Background: an optimization exercise with open tools, aiming at small area, a short achievable clock period and few clock cycles per item. Do not read the settings as production practice. Only simulation tests tie the RTL to the original design; equivalence was not proved. Power figures rest on the tool's default switching activity, not on a simulated workload.

==> flow/design.v, too long to show whole: its modules and the start of the top module <==
// module eq_sec: 134 lines
// module eq_chain: 84 lines
// module eq_mul: 2047 lines
module eq_chain (
    input  wire        clk,
    input  wire        rst,
    input  wire        cfg_we,
    input  wire [3:0]  cfg_sec,     
    input  wire [2:0]  cfg_reg,     
    input  wire [31:0] cfg_data,
    input  wire        in_valid,
    output wire        in_ready,
    input  wire [31:0] in_data,
    output reg         out_valid,
    output reg  [31:0] out_data,
    output reg         out_over
);
  // ...
==> flow/run.sh <==
#!/bin/bash
# synth_recipe.tcl (not shown) runs the flow's synth.tcl, then flattens the netlist and writes it again
# the make line also repeats each setting of config.mk as NAME=value (left out here)
make -C /OpenROAD-flow-scripts/flow DESIGN_CONFIG=/design/flow/config.mk WORK_HOME=/design/flow/orfs CLKGATE_MAP_FILE= SYNTH_SCRIPT=/design/flow/synth_recipe.tcl finish
==> flow/config.mk <==
export PLATFORM = sky130hd
export DESIGN_NAME = eq_chain
export DESIGN_NICKNAME = eq_chain
export VERILOG_FILES = /design/flow/design.v
export SDC_FILE = /design/flow/constraint.sdc
export NUM_CORES = 4
export LEC_CHECK = 0
export CAP_MARGIN = 20
export CORE_MARGIN = 2
export CORE_UTILIZATION = 40
export SLEW_MARGIN = 20
==> flow/constraint.sdc <==
create_clock -name core_clock -period 18.0 [get_ports {clk}]
set_input_delay 3.6000 -clock core_clock [delete_from_list [all_inputs] [get_ports {clk}]]
set_output_delay 3.6000 -clock core_clock [all_outputs]
set_load 0.01 [all_outputs]
==> flow_summary.json, run 1 <==
{
  "drc_errors": 0,
  "grtUsageMet3": 0.08129,
  "min_period_ns": 6.993,
  "multi_input_area_share": 0.6062,
  "rr_endpoint": "g_sec[4].u_sec.acc[14]",
  "met2_usage": 0.4444,
  "regMostFlops": "g_sec.u_sec.ms_r",
  "path_cells": "buf_4, buf_4, nor2b_1, ha_1, nor2b_1, o31a_1, o31a_1, a31oi_1, o41ai_1, and2_1, a211oi_1, xnor2_1, a21oi_1, o221ai_1, nor3_1, a21oi_1, or2_0, o22a_1",
  "ff2ff_path_depth": 18,
  "postPlaceCellArea_um2": 511700,
  "slew_headroom": 0.1330,
  "switching_share": 0.4868,
  "drive_gt1_frac": 0.06607,
  "clkbuf_count": 924,
  "tightestPinTransition_ns": 1.289,
  "fin_crit_sh": 0.3885,
  "design.seq.count": 5943,
  "synth_top_area_share": 0.1952,
  "instances_no_fill": 68170,
  "required_ns": 19.04,
  "topRoutingLayerUsed": "met5",
  "buf_share": 0.01979,
  "hold_path.class": "reg -> reg",
  "cts_buffer_depth": 5,
  "intPower_mw": 53.93,
  "status": "complete, no violations",
  "cp.arrival_ns": 8.04
}
Testbench counts, summed over its fixed seeds: cycles 22,552, samples 4,096.
==> module eq_sec, before the edit <==
module eq_sec #(
    parameter [4:0] PH0 = 5'b00001     
) (
    input  wire        clk,
    input  wire        rst,
    input  wire        rst_r,       
    input  wire        wr_coef,
    input  wire        wr_ctrl,
    input  wire [2:0]  wr_reg,
    input  wire [31:0] wr_data,
    input  wire        v_in,
    input  wire [31:0] x_in,
    input  wire        o_in,
    output reg         v_out,
    output reg  [31:0] x_out,
    output reg         o_out
);
    localparam [43:0] ACC_MAX = {5'b00000, {39{1'b1}}};
    localparam [43:0] ACC_MIN = {5'b11111, {39{1'b0}}};
    reg [31:0] b0, b1, b2, a1, a2;
    reg        en;
    reg [1:0]  sh;
    reg [31:0] x1, x2;           
    reg [39:0] y1, y2;           
    reg [4:0] ph;
    always @(posedge clk) begin
        if (rst)
            ph <= PH0;
        else
            ph <= {ph[3:0], ph[4]};
    end
    wire act = v_in & en;
    always @(posedge clk) begin
        if (wr_coef) begin
            case (wr_reg)
                3'd0: b0 <= wr_data;
                3'd1: b1 <= wr_data;
                3'd2: b2 <= wr_data;
                3'd3: a1 <= wr_data;
                default: a2 <= wr_data;
            endcase
        end
    end
    always @(posedge clk) begin
        if (rst_r) begin
            en <= 1'b0;
            sh <= 2'd0;
        end else if (wr_ctrl) begin
            en <= wr_data[0];
            sh <= wr_data[2:1];
        end
    end
    reg [31:0] c_r;
    reg [39:0] d_r;
    always @(posedge clk) begin
        c_r <= ({32{ph[0]}} & b0) | ({32{ph[1]}} & a1) | ({32{ph[2]}} & a2) |
               ({32{ph[3]}} & b1) | ({32{ph[4]}} & b2);
        d_r <= ({40{ph[0]}} & {{4{x_in[31]}}, x_in, 4'b0000}) |
               ({40{ph[1]}} & y1) |
               ({40{ph[2]}} & y2) |
               ({40{ph[3]}} & (act ? {{4{x_in[31]}}, x_in, 4'b0000}
                                   : {{4{x1[31]}}, x1, 4'b0000})) |
               ({40{ph[4]}} & (act ? {{4{x1[31]}}, x1, 4'b0000}
                                   : {{4{x2[31]}}, x2, 4'b0000}));
    end
    wire [71:0] ms, mc;
    eq_mul u_mul (.a(c_r), .b(d_r), .s(ms), .c(mc));
    reg [71:0] ms_r, mc_r;
    always @(posedge clk) begin
        ms_r <= ms;
        mc_r <= mc;
    end
    wire [71:0] p_s  = ms_r + mc_r;
    wire        tie  = ~(|p_s[28:0]);
    reg [42:0] prod;             
    always @(posedge clk)
        prod <= {p_s[71:30], p_s[29] & ~tie};
    reg  [39:0] acc;
    wire        sub   = ph[4] | ph[0];
    wire [43:0] a_in  = ph[1] ? 44'd0 : {{4{acc[39]}}, acc};
    wire [43:0] p_ext = {prod[42], prod};
    wire [43:0] sum   = a_in + (p_ext ^ {44{sub}}) + {43'd0, sub};
    wire [43:0] sum_sh = ph[3] ? ($signed(sum) <<< sh) : sum;
    wire        s_in     = (&sum_sh[43:39]) | ~(|sum_sh[43:39]);
    wire [39:0] sum_sat  = s_in ? sum_sh[39:0] : sum_sh[43] ? ACC_MIN[39:0] : ACC_MAX[39:0];
    wire        sum_ovf  = en & ~s_in;
    reg ovf;
    reg vreg;
    always @(posedge clk) begin
        if (ph[4] && !en)
            acc <= {{8{x_in[31]}}, x_in};
        else if (!ph[0])
            acc <= sum_sat;
        if (ph[3])
            ovf <= o_in | sum_ovf;
        else if (ph[4] || ph[0])
            ovf <= ovf | sum_ovf;
    end
    always @(posedge clk) begin
        if (rst_r || (wr_ctrl && !wr_data[0])) begin
            x1 <= 32'd0;
            x2 <= 32'd0;
            y1 <= 40'd0;
            y2 <= 40'd0;
        end else begin
            if (ph[0] && vreg && en) begin
                y1 <= sum_sat;
                y2 <= y1;
            end
            if (ph[4] && act) begin
                x1 <= x_in;
                x2 <= x1;
            end
        end
    end
    wire [36:0] yb  = {y1[39], y1[39:4]} + {36'd0, y1[3] & (y1[4] | (|y1[2:0]))};
    wire        yhi = ~yb[36] & (|yb[35:31]);
    wire        ylo =  yb[36] & ~(&yb[35:31]);
    wire [31:0] ys  = yhi ? 32'h7FFF_FFFF : ylo ? 32'h8000_0000 : yb[31:0];
    always @(posedge clk) begin
        if (rst_r) begin
            vreg  <= 1'b0;
            v_out <= 1'b0;
        end else begin
            if (ph[4])
                vreg <= v_in;
            if (ph[1]) begin
                v_out <= vreg;
                x_out <= en ? ys : acc[31:0];
                o_out <= ovf | (en & (yhi | ylo));
            end
        end
    end
endmodule
==> module eq_chain, before the edit <==
module eq_chain (
    input  wire        clk,
    input  wire        rst,
    input  wire        cfg_we,
    input  wire [3:0]  cfg_sec,     
    input  wire [2:0]  cfg_reg,     
    input  wire [31:0] cfg_data,
    input  wire        in_valid,
    output wire        in_ready,
    input  wire [31:0] in_data,
    output reg         out_valid,
    output reg  [31:0] out_data,
    output reg         out_over
);
    localparam NSEC = 9;
    reg        rst_r;
    reg        we_r;
    reg [3:0]  sec_r;
    reg [2:0]  reg_r;
    reg [31:0] data_r;
    always @(posedge clk) begin
        rst_r  <= rst;
        we_r   <= cfg_we & ~rst;
        sec_r  <= cfg_sec;
        reg_r  <= cfg_reg;
        data_r <= cfg_data;
    end
    reg [4:0] ph;
    always @(posedge clk) begin
        if (rst)
            ph <= 5'b00001;
        else
            ph <= {ph[3:0], ph[4]};
    end
    reg        rdy;
    reg        acc_r;
    reg [31:0] in_r;
    assign in_ready = rdy;
    always @(posedge clk) begin
        rdy   <= ph[2] & ~rst & ~cfg_we & ~we_r;
        acc_r <= in_valid & rdy & ~rst;
        in_r  <= in_data;
    end
    wire        v  [0:NSEC];
    wire [31:0] x  [0:NSEC];
    wire        o  [0:NSEC];
    reg         v0;
    reg  [31:0] x0;
    always @(posedge clk) begin
        if (rst) begin
            v0 <= 1'b0;
        end else if (ph[4]) begin
            v0 <= acc_r;
            x0 <= in_r;
        end
    end
    assign v[0] = v0;
    assign x[0] = x0;
    assign o[0] = 1'b0;
    genvar k;
    generate
        for (k = 0; k < NSEC; k = k + 1) begin : g_sec
            wire sel = we_r && (sec_r == k);
            eq_sec #(
                .PH0(5'b00001 << ((5 - (2 * k) % 5) % 5))
            ) u_sec (
                .clk(clk), .rst(rst), .rst_r(rst_r),
                .wr_coef(sel && reg_r < 3'd5),
                .wr_ctrl(sel && reg_r == 3'd5),
                .wr_reg(reg_r), .wr_data(data_r),
                .v_in(v[k]), .x_in(x[k]), .o_in(o[k]),
                .v_out(v[k+1]), .x_out(x[k+1]), .o_out(o[k+1])
            );
        end
    endgenerate
    always @(posedge clk) begin
        if (rst | rst_r)
            out_valid <= 1'b0;
        else
            out_valid <= ph[3] & v[NSEC];
        out_data <= x[NSEC];
        out_over <= o[NSEC];
    end
endmodule
==> run 2, diff against run 1 <==
--- a/flow/design.v
+++ b/flow/design.v
@@ -1 +1,12 @@
+module eq_rnd (
+    input  wire [39:0] v,
+    output wire [31:0] x,
+    output wire        ovf
+);
+    wire [36:0] vb = {v[39], v[39:4]} + {36'd0, v[3] & (v[4] | (|v[2:0]))};
+    wire        hi = ~vb[36] & (|vb[35:31]);
+    wire        lo =  vb[36] & ~(&vb[35:31]);
+    assign x   = hi ? 32'h7FFF_FFFF : lo ? 32'h8000_0000 : vb[31:0];
+    assign ovf = hi | lo;
+endmodule
 module eq_sec #(
@@ -11,10 +22,10 @@
     input  wire        v_in,
-    input  wire [31:0] x_in,
+    input  wire [39:0] y_in,
     input  wire        o_in,
     output reg         v_out,
-    output reg  [31:0] x_out,
+    output reg  [39:0] y_out,
     output reg         o_out
 );
-    localparam [43:0] ACC_MAX = {5'b00000, {39{1'b1}}};
-    localparam [43:0] ACC_MIN = {5'b11111, {39{1'b0}}};
+    localparam [39:0] ACC_MAX = {1'b0, {39{1'b1}}};
+    localparam [39:0] ACC_MIN = {1'b1, {39{1'b0}}};
     reg [31:0] b0, b1, b2, a1, a2;
@@ -31,2 +42,5 @@
     end
+    wire [31:0] x_in;
+    wire        x_ovf;
+    eq_rnd u_rnd (.v(y_in), .x(x_in), .ovf(x_ovf));
     wire act = v_in & en;
@@ -74,13 +88,14 @@
     wire        tie  = ~(|p_s[28:0]);
+    wire        neg  = ph[3] | ph[4];
     reg [42:0] prod;             
-    always @(posedge clk)
-        prod <= {p_s[71:30], p_s[29] & ~tie};
+    reg        psub;
+    always @(posedge clk) begin
+        prod <= {p_s[71:30], p_s[29] & ~tie} ^ {43{neg}};
+        psub <= neg;
+    end
     reg  [39:0] acc;
-    wire        sub   = ph[4] | ph[0];
-    wire [43:0] a_in  = ph[1] ? 44'd0 : {{4{acc[39]}}, acc};
-    wire [43:0] p_ext = {prod[42], prod};
-    wire [43:0] sum   = a_in + (p_ext ^ {44{sub}}) + {43'd0, sub};
+    wire [43:0] sum   = {{4{acc[39]}}, acc} + {prod[42], prod} + {43'd0, psub};
     wire [43:0] sum_sh = ph[3] ? ($signed(sum) <<< sh) : sum;
     wire        s_in     = (&sum_sh[43:39]) | ~(|sum_sh[43:39]);
-    wire [39:0] sum_sat  = s_in ? sum_sh[39:0] : sum_sh[43] ? ACC_MIN[39:0] : ACC_MAX[39:0];
+    wire [39:0] sum_sat  = s_in ? sum_sh[39:0] : sum_sh[43] ? ACC_MIN : ACC_MAX;
     wire        sum_ovf  = en & ~s_in;
@@ -90,8 +105,11 @@
         if (ph[4] && !en)
-            acc <= {{8{x_in[31]}}, x_in};
-        else if (!ph[0])
+            acc <= {{4{x_in[31]}}, x_in, 4'b0000};
+        else if (ph[0]) begin
+            if (en)
+                acc <= 40'd0;
+        end else
             acc <= sum_sat;
         if (ph[3])
-            ovf <= o_in | sum_ovf;
-        else if (ph[4] || ph[0])
+            ovf <= o_in | x_ovf | sum_ovf;
+        else if (ph[4])
             ovf <= ovf | sum_ovf;
@@ -115,6 +133,2 @@
     end
-    wire [36:0] yb  = {y1[39], y1[39:4]} + {36'd0, y1[3] & (y1[4] | (|y1[2:0]))};
-    wire        yhi = ~yb[36] & (|yb[35:31]);
-    wire        ylo =  yb[36] & ~(&yb[35:31]);
-    wire [31:0] ys  = yhi ? 32'h7FFF_FFFF : ylo ? 32'h8000_0000 : yb[31:0];
     always @(posedge clk) begin
@@ -126,6 +140,6 @@
                 vreg <= v_in;
-            if (ph[1]) begin
+            if (ph[0]) begin
                 v_out <= vreg;
-                x_out <= en ? ys : acc[31:0];
-                o_out <= ovf | (en & (yhi | ylo));
+                y_out <= en ? sum_sat : acc;
+                o_out <= ovf | sum_ovf;
             end
@@ -178,3 +192,3 @@
     wire        v  [0:NSEC];
-    wire [31:0] x  [0:NSEC];
+    wire [39:0] y  [0:NSEC];
     wire        o  [0:NSEC];
@@ -191,3 +205,3 @@
     assign v[0] = v0;
-    assign x[0] = x0;
+    assign y[0] = {{4{x0[31]}}, x0, 4'b0000};
     assign o[0] = 1'b0;
@@ -198,3 +212,3 @@
             eq_sec #(
-                .PH0(5'b00001 << ((5 - (2 * k) % 5) % 5))
+                .PH0(5'b00001 << ((5 - k % 5) % 5))
             ) u_sec (
@@ -204,4 +218,4 @@
                 .wr_reg(reg_r), .wr_data(data_r),
-                .v_in(v[k]), .x_in(x[k]), .o_in(o[k]),
-                .v_out(v[k+1]), .x_out(x[k+1]), .o_out(o[k+1])
+                .v_in(v[k]), .y_in(y[k]), .o_in(o[k]),
+                .v_out(v[k+1]), .y_out(y[k+1]), .o_out(o[k+1])
             );
@@ -209,2 +223,5 @@
     endgenerate
+    wire [31:0] x_last;
+    wire        o_last;
+    eq_rnd u_rnd (.v(y[NSEC]), .x(x_last), .ovf(o_last));
     always @(posedge clk) begin
@@ -213,5 +230,5 @@
         else
-            out_valid <= ph[3] & v[NSEC];
-        out_data <= x[NSEC];
-        out_over <= o[NSEC];
+            out_valid <= ph[4] & v[NSEC];
+        out_data <= x_last;
+        out_over <= o[NSEC] | o_last;
     end
==> flow_summary.json, run 2 <==
{
  "status": "complete, but fails checks",
  "violations": "antenna rules",
  "fin_crit_sh": 0.3619,
  "min_period_ns": 6.513,
  "p_leak_nw": 212.7,
  "layout.cells.most_common_list": "nand2_1, fa_1, inv_1",
  "setup_viol_count_final": 0,
  "syn_avg_cell_area_um2": 9.247,
  "cts_hold_buffers": 0,
  "cts_buffers": 717,
  "antenna_left": 1,
  "die_y_mm": 1.122,
  "synthArstFlopShare": 0,
  "synth_top_area_cell": "fa_1",
  "grt-ovfl-total": 0,
  "setup_tns_ns": 0,
  "drc_errors": 0,
  "clockRootBuffer": "clkbuf_16",
  "end_kind": "register",
  "whs_ns": 0.3884,
  "htree_levels": 6,
  "drt_pass1_iterations": 11,
  "grt_max_degree": 96,
  "io_buffers": 109,
  "pre_cts_ws_ns": 11.79,
  "cts_buffer_depth": 5,
  "max-vdd-ir-drop_mv": 0.2059,
  "numClockSinks": 6024,
  "tightestPinTransition_ns": 1.378,
  "io_pins": 110,
  "final_common_cell": "nand2_1",
  "die_area_um2": 1260000,
  "grt_pass1_vias": 408600,
  "hold_viol": 0,
  "drt_iter0_markers": 53140,
  "cts_setup_buffers": 0,
  "synth_edf_count": 2174,
  "num_vias": 419500,
  "area_growth_pct": 8.781,
  "clkTransAtPathRegs_ns": 0.06,
  "grt_pass1_wl_mm": 2899,
  "clkLatencyLatePin_ns": 1.21,
  "finalMaxSlewViolations": 0,
  "cp.arrival_ns": 7.50,
  "die_x_mm": 1.122,
  "setup_slack_ns": 11.49,
  "rsz0062_at_grt": "false",
  "skew_ns": 0.1074,
  "syn_inst": 54110,
  "rows": 410,
  "synth_ff_type": "dfxtp_1",
  "ys_top_cells_by_count": "nand2_1, fa_1, inv_1, a21oi_1, xnor2_1",
  "syn_area_um2": 500300,
  "post_cts_resized": 0,
  "final_nets": 58750,
  "path_class": "reg -> reg",
  "synth_top_area_share": 0.1930,
  "hold_path.class": "reg -> reg",
  "required_ns": 18.99,
  "synth_seq_cells": 6024,
  "yosys-top-cells-area": "fa_1, dfxtp_1, edfxtp_1",
  "post-dp-hpwl_mm": 1441,
  "viasPerCell": 6.050,
  "p_per_area_nw_per_um2": 207.0,
  "start_util": 0.4014,
  "instances_no_fill": 69340,
  "reg.largest.list": "g_sec.u_sec.ms_r (639), g_sec.u_sec.mc_r (630), g_sec.u_sec.prod (387)",
  "drive_gt1_frac": 0.06358,
  "design.core.area_um2": 1247000,
  "crit_fanout": 16,
  "grt_use_total": 0.3102,
  "yosys_warnings": 6,
  "drv_cap": 0,
  "routedWlPerCell_um": 29.13,
  "yosysMostFrequentCell": "nand2_1",
  "total_power_mw": 112.7,
  "synth_cell_types": 115,
  "syn-num-nets": 60740,
  "placedCellCount": 67870,
  "largest_reg_flops": 639,
  "slew_headroom": 0.07506,
  "routed_wl_mm": 2020,
  "regMostFlops": "g_sec.u_sec.ms_r",
  "gp_congestion": 0.9930,
  "antenna_found_initial": 113,
  "fmax_mhz": 153.5,
  "critPathLaunchType": "register",
  "ys_seq_area_frac": 0.2845,
  "cts_tree": "done"
}
[run 2: cell types whose count changed in the layout (fill, tap and decap cells not counted), moves of 97 or more]
cell and change:
a21oi_1 -372, a211oi_1 +250, xor2_1 +193, buf_4 +97, nand2_1 -310, o21ai_0 +326, nor2b_1 -315, nand3_1 -191
nor2_1 +681, xnor2_1 -190, inv_1 +199
[run 2: path summary, 6_finish.rpt]
| check | start | to | slack [ns] | cells past startpoint |
|---|---|---|---|---|
| setup reg to reg | g_sec[0].u_sec.acc[0] | g_sec[0].u_sec.acc[15] | 11.49 | 16 |
| setup / recovery | g_sec[0].u_sec.acc[0] | g_sec[0].u_sec.acc[15] | 11.49 | 16 |
| hold / removal | g_sec[5].u_sec.b0[30] | g_sec[5].u_sec.c_r[30] | 0.39 | 2 |
| hold reg to reg | g_sec[5].u_sec.b0[30] | g_sec[5].u_sec.c_r[30] | 0.39 | 2 |
[run 2: worst max-delay path: stages, from the launching register on]
cell and delay [ns]:
dfxtp_1 0.38, fa_1 0.27, inv_1 0.07, fa_1 0.44
nor2b_1 0.17, o31a_1 0.26, o21a_1 0.23, a21o_1 0.40
a21oi_1 0.24, or3_1 0.43, a21oi_1 0.35, o221ai_1 0.21
o32ai_2 0.42, and4_1 0.59, nand2b_1 0.62, nand2_1 0.74
o21ai_0 0.45
[run 2: cell families after synthesis]
| group | after synthesis | share of synthesized area |
|---|---|---|
| DFF | 6024 | 0.2845 |
| xor gates and xnor gates | 6947 | 0.1216 |
| buffers and inverters | 8390 | 0.06317 |
| muxes | 434 | 0.008882 |
| AOI/OAI and AO/OA | 14560 | 0.1883 |
| and+or+nand+nor | 11200 | 0.09728 |
| adders and majority gates | 6554 | 0.2363 |
[run 2: through the flow]
step           utilization  cell area, um2
6_report            0.4366          544300
5_1_grt             0.4365          544100
4_1_cts             0.4361          543700
3_5_place_dp        0.4164          519100
3_3_place_gp        0.4162          518900
2_1_floorplan            -          500300
[run 2: power by group]
part	internal (mW)	total (mW)	switching (mW)
clock network	8.69	15.3	6.59
registers	18.3	20.1	1.85
logic	28.9	77.2	48.3
total	55.9	113	56.7
[run 2: final cells by class]
cell class,count,area (um2)
repair buffers,1417,11220
clock buffers,942,19950
inverters,4262,16000
clock inverters,393,4593
well taps,16480,20620
diodes,129,322.8
multi-input cells,39700,328900
flip-flops and latches,6024,142700
fillers,121200,702300
[run 2: routing by layer]
metal  vias to the layer above  wire length (um)  global-route usage
li1                     182400                 -                   -
met2                     25700            849000              0.4593
met4                        40            147900              0.1836
met5                         -               597                   0
met1                    205800            784800              0.4044
met3                      5505            237500             0.08672
Testbench counts of run 2, summed over its fixed seeds: cycles 22,240, samples 4,096.

[afterwards: timing with drivers on the ports]
The flow's constraints put no driver on any port. The routed layouts listed below were extracted and timed again, unchanged, in two steps.
Step 1, drivers: a clkbuf_16 drives clk and a buf_2 each remaining input, both assumed.
Step 2 times the ports against the registers' clock, not the clock port: input delays grow and output delays shrink by t, the midpoint of the rising clock arrivals with the driver on.
Slacks: ideal ports / drivers / drivers and shift; pairs: ideal ports / drivers.
run	t (ns)	slack for setup (ns)	worst setup path at the end	worst slew at a driven data input, ns	cell pins on the clock port's net
run 1	1.343	11.007 / 11.007 / 11.007	register to register	0.55	1
run 2	1.323	11.487 / 11.487 / 11.487	register to register	0.13	1
